This design comes from an exercise in tuning for small area and a short achievable clock period on the open sky130 flow, not from production work.
In this exercise RTL edits were held to simulation tests only and were not proved equivalent to the original.

==> design.v <==
module nr_temporal (
    input  wire        clk,
    input  wire        rst,
    input  wire        cfg_we,
    input  wire [5:0]  cfg_addr,
    input  wire [31:0] cfg_wdata,
    input  wire        in_valid,
    input  wire [15:0] in_cur,      
    input  wire [15:0] in_ref,      
    input  wire        in_ref_ok,   
    input  wire [1:0]  in_x,        
    input  wire [1:0]  in_y,        
    output reg         out_valid,
    output reg  [15:0] out_pix
);
    reg [15:0] noise [0:32];
    reg [6:0]  kw;
    reg [7:0]  mg_lo, mg_hi;
    reg        dither;
    reg [1:0]  bsel;      
    integer n;
    always @(posedge clk) begin
        if (rst) begin
            for (n = 0; n < 33; n = n + 1)
                noise[n] <= 16'd16;
            kw     <= 7'd16;
            mg_lo  <= 8'd32;
            mg_hi  <= 8'd64;
            dither <= 1'b0;
            bsel   <= 2'd2;
        end else if (cfg_we) begin
            if (cfg_addr <= 6'd32)
                noise[cfg_addr] <= cfg_wdata[15:0];
            else if (cfg_addr == 6'd33) begin
                if (cfg_wdata[6:0] != 7'd0 && cfg_wdata[6:0] <= 7'd64) begin
                    kw    <= cfg_wdata[6:0];
                    mg_lo <= cfg_wdata[15:8];
                    mg_hi <= cfg_wdata[23:16];
                end
            end else if (cfg_addr == 6'd34)
                dither <= cfg_wdata[0];
            else if (cfg_addr == 6'd35)
                bsel <= cfg_wdata[1:0];
        end
    end
    reg [3:0]  sh;
    reg [15:0] pmax;
    always @* begin
        case (bsel)
            2'd0:    begin sh = 4'd3;  pmax = 16'h00FF; end
            2'd1:    begin sh = 4'd5;  pmax = 16'h03FF; end
            2'd2:    begin sh = 4'd7;  pmax = 16'h0FFF; end
            default: begin sh = 4'd11; pmax = 16'hFFFF; end
        endcase
    end
    reg        s1_valid;
    reg [15:0] s1_c, s1_r;
    reg        s1_rok;
    reg [1:0]  s1_x, s1_y;
    always @(posedge clk) begin
        if (rst)
            s1_valid <= 1'b0;
        else
            s1_valid <= in_valid;
        s1_c   <= in_cur;
        s1_r   <= in_ref;
        s1_rok <= in_ref_ok;
        s1_x   <= in_x;
        s1_y   <= in_y;
    end
    wire signed [16:0] d1   = $signed({1'b0, s1_c}) - $signed({1'b0, s1_r});
    wire [16:0]        absd = d1[16] ? -d1 : d1;
    wire [20:0]        a1   = {absd, 4'b0000};
    wire [4:0]         knot  = s1_c >> sh;
    wire [15:0]        k_lo  = noise[knot];
    wire [15:0]        k_hi  = noise[knot + 6'd1];
    wire signed [16:0] step  = $signed({1'b0, k_hi}) - $signed({1'b0, k_lo});
    wire [15:0]        pfrac = s1_c & ((16'd1 << sh) - 16'd1);
    wire signed [28:0] prod  = step * $signed({1'b0, pfrac});
    wire signed [28:0] half  = $signed(29'd1 << (sh - 4'd1));
    wire signed [28:0] frac  = (prod + half) >>> sh;
    wire [15:0]        sig   = k_lo + frac[15:0];
    wire [23:0]        lo_p  = mg_lo * sig;
    wire [23:0]        hi_p  = mg_hi * sig;
    reg                s2_valid;
    reg signed [16:0]  s2_d;
    reg [20:0]         s2_a;
    reg [19:0]         s2_lo, s2_hi;
    reg [15:0]         s2_r;
    reg                s2_rok;
    reg [1:0]          s2_x, s2_y;
    always @(posedge clk) begin
        if (rst)
            s2_valid <= 1'b0;
        else
            s2_valid <= s1_valid;
        s2_d   <= d1;
        s2_a   <= a1;
        s2_lo  <= lo_p[23:4];
        s2_hi  <= hi_p[23:4];
        s2_r   <= s1_r;
        s2_rok <= s1_rok;
        s2_x   <= s1_x;
        s2_y   <= s1_y;
    end
    wire [6:0]  kspan = 7'd64 - kw;
    wire [26:0] num   = kspan * ({1'b0, s2_a} - {2'b00, s2_lo});
    wire [20:0] den   = {1'b0, s2_hi} - {1'b0, s2_lo};
    wire [26:0] quo   = num / den;
    reg [6:0] kk;
    always @* begin
        if (!s2_rok)
            kk = 7'd64;
        else if (s2_a <= {1'b0, s2_lo})
            kk = kw;
        else if (s2_a >= {1'b0, s2_hi})
            kk = 7'd64;
        else
            kk = kw + quo[6:0];
    end
    reg               s3_valid;
    reg [6:0]         s3_k;
    reg signed [16:0] s3_d;
    reg [15:0]        s3_r;
    reg [1:0]         s3_x, s3_y;
    always @(posedge clk) begin
        if (rst)
            s3_valid <= 1'b0;
        else
            s3_valid <= s2_valid;
        s3_k <= kk;
        s3_d <= s2_d;
        s3_r <= s2_r;
        s3_x <= s2_x;
        s3_y <= s2_y;
    end
    reg [3:0] m4;
    always @* begin
        case ({s3_y, s3_x})
            4'd0:  m4 = 4'd0;   4'd1:  m4 = 4'd8;   4'd2:  m4 = 4'd2;   4'd3:  m4 = 4'd10;
            4'd4:  m4 = 4'd12;  4'd5:  m4 = 4'd4;   4'd6:  m4 = 4'd14;  4'd7:  m4 = 4'd6;
            4'd8:  m4 = 4'd3;   4'd9:  m4 = 4'd11;  4'd10: m4 = 4'd1;   4'd11: m4 = 4'd9;
            4'd12: m4 = 4'd15;  4'd13: m4 = 4'd7;   4'd14: m4 = 4'd13;  default: m4 = 4'd5;
        endcase
    end
    wire signed [24:0] rnd   = dither ? $signed({19'd0, m4, 2'b10}) : 25'sd32;
    wire signed [24:0] blend = $signed({1'b0, s3_k}) * s3_d + rnd;
    wire signed [24:0] corr  = blend >>> 6;
    wire signed [25:0] yt    = $signed({10'd0, s3_r}) + corr;
    wire [15:0]        ycl   = (yt < 0) ? 16'd0 :
                               (yt > $signed({10'd0, pmax})) ? pmax : yt[15:0];
    always @(posedge clk) begin
        if (rst)
            out_valid <= 1'b0;
        else
            out_valid <= s3_valid;
        out_pix <= ycl;
    end
endmodule
==> run.sh <==
#!/bin/bash
# synth_recipe.tcl (not shown) runs the flow's synth.tcl, then flattens the netlist and writes it again
# the make line also repeats each setting of config.mk as NAME=value (left out here)
make -C /OpenROAD-flow-scripts/flow DESIGN_CONFIG=/design/flow/config.mk WORK_HOME=/design/flow/orfs CLKGATE_MAP_FILE= SYNTH_SCRIPT=/design/flow/synth_recipe.tcl finish
==> config.mk <==
export PLATFORM = sky130hd
export DESIGN_NAME = nr_temporal
export DESIGN_NICKNAME = nr_temporal
export VERILOG_FILES = /design/flow/design.v
export SDC_FILE = /design/flow/constraint.sdc
export NUM_CORES = 4
export LEC_CHECK = 0
export CAP_MARGIN = 20
export CORE_MARGIN = 2
export CORE_UTILIZATION = 40
export SLEW_MARGIN = 20
==> constraint.sdc <==
create_clock -name core_clock -period 80.0 [get_ports {clk}]
set_input_delay 16.0000 -clock core_clock [delete_from_list [all_inputs] [get_ports {clk}]]
set_output_delay 16.0000 -clock core_clock [all_outputs]
set_load 0.01 [all_outputs]
==> out/qor.yml <==
drt:
  drc: 0
  wl_per_cell_um: 21.1
  firstDrtPassIters: 8
  wirelength_um: 273000
  drtIter0Drc: 5326
  ant_nets: 0
  vias_per_cell: 5.49
  vias: 71100
timing:
  setup_viol: 0
  finalCriticalPeriod_ns: 74.52
  fmax_mhz: 13.4
  skew_ns: 0.0793
  worst_pin_slew_ns: 1.17
  hold_viol: 0
  finalCritPeriodShare_pct: 93.2
  worst_slew_margin_rel_pct: 21.7
  drv_slew: 0
synth:
  synth_top_area_cell: "edfxtp_1"
  ys_ff_latch: 1005
  synth_edf_count: 784
  synth_top_area_share_pct: 25.0
  netlist_instances: 9362
  syn_area_um2: 94000
  yosys_warnings: 1
  ys_seq_area_share_pct: 29.7
  ys.flop_type: "edfxtp_1"
  synthDistinctLibCells: 106
  synthArstFlopShare_pct: 0
  synth_area_leaders: "edfxtp_1 25%, fa_1 13%, ha_1 10%"
  postSynthAreaPerCell_um2: 10.0
worst_hold_path:
  hp-start: "s2_r[12]$_DFF_P_"
  min_path_type: "reg -> reg"
global_route:
  track_usage_pct: 22.8
  antenna_found_initial: 7
  grt_pass1_wl_um: 423000
  grt_max_degree: 101
  grt_pass1_vias: 72100
  gr-total-overflow: 0
finish:
  final_cell_mix: "986 x inv_1, 784 x edfxtp_1, 765 x and2_1"
  area_growth_pct: 11.2
  final_util_pct: 44.8
  final_cell_area_um2: 105000
  layout_commonest_cell: "inv_1"
  layout.nets: 11200
  fin_cells: 13000
  layout-drive-gt1-share_pct: 10.5
clocking:
  path_clk_slew_ns: 0.07
  cts_buffer_depth: 3
  ctsHtreeMaxLevel: 3
  cts.sinks: 1005
  cts_tree: "done"
  holdBufCountCts: 0
  root_buffer: "clkbuf_16"
  insertion_delay_ns: 0.77
  cts-buffers-inserted: 105
placed_design:
  dp_cells: 12700
  io_buffers: 87
  placed_area_um2: 101000
  dp_hpwl_um: 204000
  routabilityCongestion: 0.917
run_status:
  status: "no timing/DRC/antenna violations"
floorplanning:
  ios: 96
  die_w_um: 489
  initial_utilization_pct: 40.3
  die_area_um2: 239000
  rows: 177
  design.core.area_um2: 233000
  dieHeight_um: 489
worst_setup_path:
  worstSetupStartpointType: "flop"
  arrival_ns: 75.13
  r2r-start: "s2_lo[0]$_DFF_P_"
  worst_setup_path_end_kind: "flop"
  path_max_fanout: 18
  cp_common_cell: "o21ai_0"
  worstSetupStartpoint: "s2_lo[0]$_DFF_P_"
  cpPeakStageDelay_ns: 0.61
  slowest_stage: "fa_1"
  crit_required_ns: 80.61
  path_class: "reg -> reg"
flow_run:
  maxCapViolations: 0
sequential cells by signal (all words and copies together) (netlist names), 2 cells and up:
register and flops:
s3_d 17, s2_d 16, kw 7, s2_y 2, s1_c 16, mg_lo 8, s1_y 2, s2_a 17
m4 4, s1_x 2, s2_hi 20, s2_x 2, mg_hi 8, s3_k 7, s1_r 16, s2_r 16
out_pix 16, s3_r 16, bsel 2, s2_lo 20, noise 784
worst max-delay path, delay by kind of cell, from the launching register on:
kind | cells | cell delay (ns)
multiplexers | 7 | 2.45
XOR/XNOR | 3 | 1.22
adder cells (fa/ha/maj) | 35 | 11.39
buffers and inverters | 21 | 2.87
flip-flops | 1 | 0.38
AO/OA/AOI/OAI | 184 | 38.48
AND/OR/NAND/NOR | 87 | 17.37
metal layers:
metal	vias up	track usage [%]	share of wire, %
met3	441	3.36	6.2
met1	35400	29.1	42
met4	6	9.01	4.2
met2	2167	38.7	48
li1	33100	-	-
met5	-	0	0.013
cell families (layout without fill, tap and decap cells):
logic type,after synthesis,after routing,synth area share (%)
fa+ha+maj,1381,1381,23.3
other cells,2,305,0.00799
flops,1005,1005,29.7
buf+inv,1411,1565,5.67
xor+xnor,389,389,3.64
compound gates,1640,1640,11.5
simple gates,2885,2885,15.4
mux,649,649,10.7
per-stage QoR:
step | hold slack (ns) | TNS [ns] | setup WS [ns]
floorplan | 0.310 | 0 | 9.53
finish | 0.327 | 0 | 5.48
global route | 0.331 | -0.0167 | -0.0167
CTS | 0.325 | 0 | 1.25
detailed placement | 0.312 | 0 | 1.67
global placement | 0.312 | 0 | 3.09
cell type report:
class                      instances  area [µm²]
sequential                      1005       28000
multi-input combinational       7247       62400
clock inverter                    66         759
antenna                            2        5.00
clock buffer                     134        2790
tap                             3132        3920
timing repair buffer             371        2990
inverter                         994        3730
fill                           21900      129000
final timing paths:
check	end	slack (ns)	depth (start not counted)
setup reg to reg	s3_k[6]$_SDFF_PN1_	5.48	337
hold reg to reg	s3_r[12]$_DFF_P_	0.33	0
hold / removal	s3_r[12]$_DFF_P_	0.33	0
setup / recovery	s3_k[6]$_SDFF_PN1_	5.48	337
synthesized netlist by cell type (111+ instances only):
cell and n:
edfxtp_1 784, clkbuf_1 348, nor3_1 185, a21oi_1 357, dfxtp_1 221, fa_1 621
nor2_1 656, and2_1 767, nand2_1 692, mux2i_1 258, o21ai_0 357, o21a_1 169
xor2_1 130, nor2b_1 115, mux4_2 268, inv_1 986, mux2_2 111, xnor2_1 258
ha_1 760, a21o_1 133
repair_timing:
action                     in CTS  in global routing
setup endpoints to repair       0                  7
resized for setup               0                 57
setup buffers                   0                  6

==> separate check: timing with driven ports <==
The flow's constraints put no driver on any port. The routed layout listed below was extracted and timed again, unchanged, in two steps. Step 1 (the two cells are an assumption about what drives the block):
set clk [get_ports {clk}]
set_driving_cell -lib_cell sky130_fd_sc_hd__clkbuf_16 $clk
set_driving_cell -lib_cell sky130_fd_sc_hd__buf_2 [delete_from_list [all_inputs] $clk]
Step 2 adds t to the input delays and takes it off the output delays; t is the mean of the earliest and latest rising clock arrival at the registers after step 1. Input paths then give back, and output paths get back, about the clock's delay inside the block. Slacks: no drivers / after step 1 / after step 2; pairs: no drivers / after step 1.
shift t [ns]: 0.817
setup WS [ns]: 5.479 / 5.479 / 5.479
worst setup path after step 2: register to register
After both steps setup and hold are still met in this run. For this run, drivers alone change the setup slack by 0.000 ns; drivers and shift together by 0.000 ns.
